Background: an optimization exercise with open tools, aiming at small area and a short achievable clock period. Do not read the settings as production practice.
Only simulation tests tie the RTL to the original design; equivalence was not proved.
No activity file was given, so power comes from the tool's default toggle rates.

==> flow/design.v (excerpt) <==
module ae3240_ic (
    input  wire        clk,
    input  wire        rst,           
    input  wire [63:0] src_line,      
    input  wire        tick_us,       
    input  wire [4:0]  core_wfi,      
    input  wire [4:0]  core_entry,    
    input  wire        bus_en,
    input  wire        bus_we,
    input  wire [15:0] bus_addr,      
    input  wire [31:0] bus_wdata,
    output reg  [31:0] bus_rdata,
    output reg  [4:0]  irq,
    output reg  [4:0]  stk_fault
);
clock: 17.0 ns
lec_check: 0
cap_margin: 35
core_margin: 2
core_utilization: 40
cts_buf_list: sky130_fd_sc_hd__clkbuf_16
cts_cluster_diameter: 80
cts_cluster_size: 24
place_density: 0.6
setup_slack_margin: 5
slew_margin: 35
tns_end_percent: 0
standard.sh (not shown) runs the stock make flow with config.mk's settings and CLKGATE_MAP_FILE= SYNTH_SCRIPT=/design/flow/synth_recipe.tcl, a recipe that flattens the netlist after the stock synthesis.
==> flow/flow/run.sh <==
#!/bin/bash
set -euo pipefail
MARGIN=10
R=orfs/results/${FLOW_PLATFORM:-sky130hd}/ae3240_ic/base
YOSYS=$(command -v yosys || echo "$FLOW_HOME/../tools/install/yosys/bin/yosys")

bash standard.sh synth > synth.log 2>&1
cp "$R/1_2_yosys.v" std_synth.v

regs() { grep -oE '^\s*sky130_fd_sc_hd__(s?e?df|dl)[a-z0-9_]* +\S+' "$1" | sed -E 's/_[0-9]+ +/ /; s/^\s*//' | sort; }
if REMAP_IN=std_synth.v REMAP_OUT=remap_synth.v \
   REMAP_LIB="$FLOW_HOME/platforms/sky130hd/lib/sky130_fd_sc_hd__tt_025C_1v80.lib" \
   "$YOSYS" -c flow/remap.tcl > remap.log 2>&1 \
   && [ -s remap_synth.v ] && cmp -s <(regs std_synth.v) <(regs remap_synth.v); then
  echo "remap: registers match, using the remapped netlist" >> remap.log
  cp remap_synth.v "$R/1_2_yosys.v"
  rm -f "$R/1_synth.odb" "$R/1_synth.sdc"
else
  echo "remap: not used" >> remap.log
fi

# The delay cells dlygate and dlymetal are kept out of the layout, so that
# sizing never puts one on a path from a port. The rest of the don't-use list
# is the platform's own.
PLATFORM_DONT_USE=$(sed -n '/^export DONT_USE_CELLS/,/^#/p' "$FLOW_HOME/platforms/sky130hd/config.mk" \
  | grep -o 'sky130_fd_sc_hd__[a-z0-9_]*' | tr '\n' ' ')
DELAY_CELLS="sky130_fd_sc_hd__dlygate4sd1_1 sky130_fd_sc_hd__dlygate4sd2_1 sky130_fd_sc_hd__dlygate4sd3_1
  sky130_fd_sc_hd__dlymetal6s2s_1 sky130_fd_sc_hd__dlymetal6s4s_1 sky130_fd_sc_hd__dlymetal6s6s_1"
echo "don't use: $PLATFORM_DONT_USE $DELAY_CELLS" > dont_use.log

bash standard.sh SETUP_SLACK_MARGIN=$MARGIN \
  "DONT_USE_CELLS=$(echo $PLATFORM_DONT_USE $DELAY_CELLS)" \
  finish > layout.log 2>&1
Other scripts of this flow, unchanged in this note and not shown: flow/flow/remap.tcl
Edit:
--- a/flow/design.v
+++ b/flow/design.v
@@ -38,59 +38,41 @@
     wire        o_stk1    = (widx == 10'h004);
     wire        o_cnt     = (widx == 10'h007);
     wire [31:0] wd = rst ? 32'd0 : bus_wdata;
     reg  [63:0] pend;
     reg  [63:0] en;
     reg  [63:0] line_q;
     wire [4*NSRC-1:0]  prio_v;
     wire [3*NSRC-1:0]  tgt_v;
     wire [8*NSRC-1:0]  mod_v;
     wire [63:1]        rdy;
     wire [63:1]        base = pend[63:1] & en[63:1];
-    wire [7:0]  sdec_lo, sdec_hi;
-    wire [63:0] sdec;
-    generate for (k = 0; k < 8; k = k + 1) begin : g_sdec
-        assign sdec_lo[k] = (src_idx[2:0] == k);
-        assign sdec_hi[k] = (src_idx[5:3] == k);
-    end endgenerate
-    generate for (s = 0; s < NSRC; s = s + 1) begin : g_sdec2
-        assign sdec[s] = sdec_hi[s >> 3] & sdec_lo[s & 7];
-    end endgenerate
-    wire [16*NSRC-1:0] cfg_v;
-    reg  [15:0] src_rd;
-    integer q;
-    always @* begin
-        src_rd = 16'd0;
-        for (q = 0; q < NSRC; q = q + 1)
-            src_rd = src_rd | ({16{sdec[q]}} & cfg_v[16*q +: 16]);
-    end
     generate for (s = 0; s < NSRC; s = s + 1) begin : g_src
         reg [3:0]  prio;
         reg [2:0]  target;
         reg [7:0]  nmod;                      
-        wire we = rst | (wr & sel_src & sdec[s]);
+        wire we = rst | (wr & sel_src & (src_idx == s));
         always @(posedge clk)
             if (we) begin
                 nmod   <= ~wd[15:8];
                 target <= wd[6:4];
             end
         if (s != 0) begin : g_p
             always @(posedge clk)
                 if (we) prio <= wd[3:0];
             assign prio_v[4*s +: 4] = prio;
         end else begin : g_p0
             assign prio_v[4*s +: 4] = 4'd0;     
         end
         assign tgt_v[3*s +: 3]  = target;
         assign mod_v[8*s +: 8]  = ~nmod;
-        assign cfg_v[16*s +: 16] = {mod_v[8*s +: 8], 1'b0, tgt_v[3*s +: 3], prio_v[4*s +: 4]};
         if (s != 0) begin : g_age
             reg  [10:0] age;
             wire [11:0] t;                        
             assign t[0] = tick_us & ~(&age);
             for (k = 0; k < 11; k = k + 1) begin : g_inc
                 assign t[k+1] = t[k] & age[k];
             end
             always @(posedge clk)
                 age <= {11{pend[s]}} & (age ^ t[10:0]);
             wire [8:0] cy;
             assign cy[0] = (|age[2:0]) | (&nmod);
@@ -286,23 +268,23 @@
         rstk0 = 32'd0;
         rstk1 = 32'd0;
         for (j = 1; j < 8; j = j + 1)
             if (rge[j+1]) rstk0[4*j +: 4] = pos[j];
         for (j = 0; j < 7; j = j + 1)
             if (rge[j+9]) rstk1[4*j +: 4] = pos[j+8];
     end
     reg  [31:0] rdata_next;
     always @* begin
         rdata_next = 32'd0;
         if (sel_src)
-            rdata_next = {16'd0, src_rd};
+            rdata_next = {16'd0, mod_v[8*src_idx +: 8], 1'b0, tgt_v[3*src_idx +: 3], prio_v[4*src_idx +: 4]};
         else if (sel_pend) rdata_next = hi_word ? pend[63:32] : pend[31:0];
         else if (sel_en)   rdata_next = hi_word ? en[63:32]   : en[31:0];
         else if (sel_line) rdata_next = hi_word ? src_line[63:32] : src_line[31:0];
         else if (sel_core) begin
             if (o_thresh)    rdata_next = {28'd0, rthr};
             else if (o_lvl)  rdata_next = {15'd0, rnull, rent, 3'd0, rwfi, rdepth, rcur};
             else if (o_stk0) rdata_next = rstk0;
             else if (o_stk1) rdata_next = rstk1;
             else if (o_cnt)  rdata_next = rcnt;
         end
     end
Via count goes down by 8.7%.
Die area goes up by 0.52%.
Total power goes down by 3.2%.
Worst setup slack gets better by 110 ps.
Maximum frequency goes up by about 1.5%.
Count of clock-buffer cells in the layout goes up by 8.
Cell count goes down by 1.5%.

-- afterwards: timing with drivers on the ports --
The flow's constraints put no driver on any port. The routed layouts listed below were extracted and timed again, unchanged, in two steps. Step 1 assumes that a clkbuf_16 drives the clock port and a buf_2 every other input. Step 2 moves the port delays by t, midway between the first and last clock arrival at a register: inputs arrive t later, outputs are due t later. That takes back most of the time a late clock gives input paths. Three values: no drivers, after step 1, after step 2; two values: the first two.
run | t (ns) | slack for setup (ns) | hold slack, ns | worst register clock-pin slew, ns
the first run | 1.035 | 9.129 / 9.228 / 8.193 | 0.472 / 0.472 / 0.472 | 0.11 / 0.11
the second run | 0.983 | 9.243 / 9.093 / 8.110 | 0.479 / 0.479 / 0.479 | 0.11 / 0.11
After both steps every run listed still meets setup and hold. For the second run, which loses most, drivers alone change the setup slack by -0.150 ns; drivers and shift together by -1.133 ns.
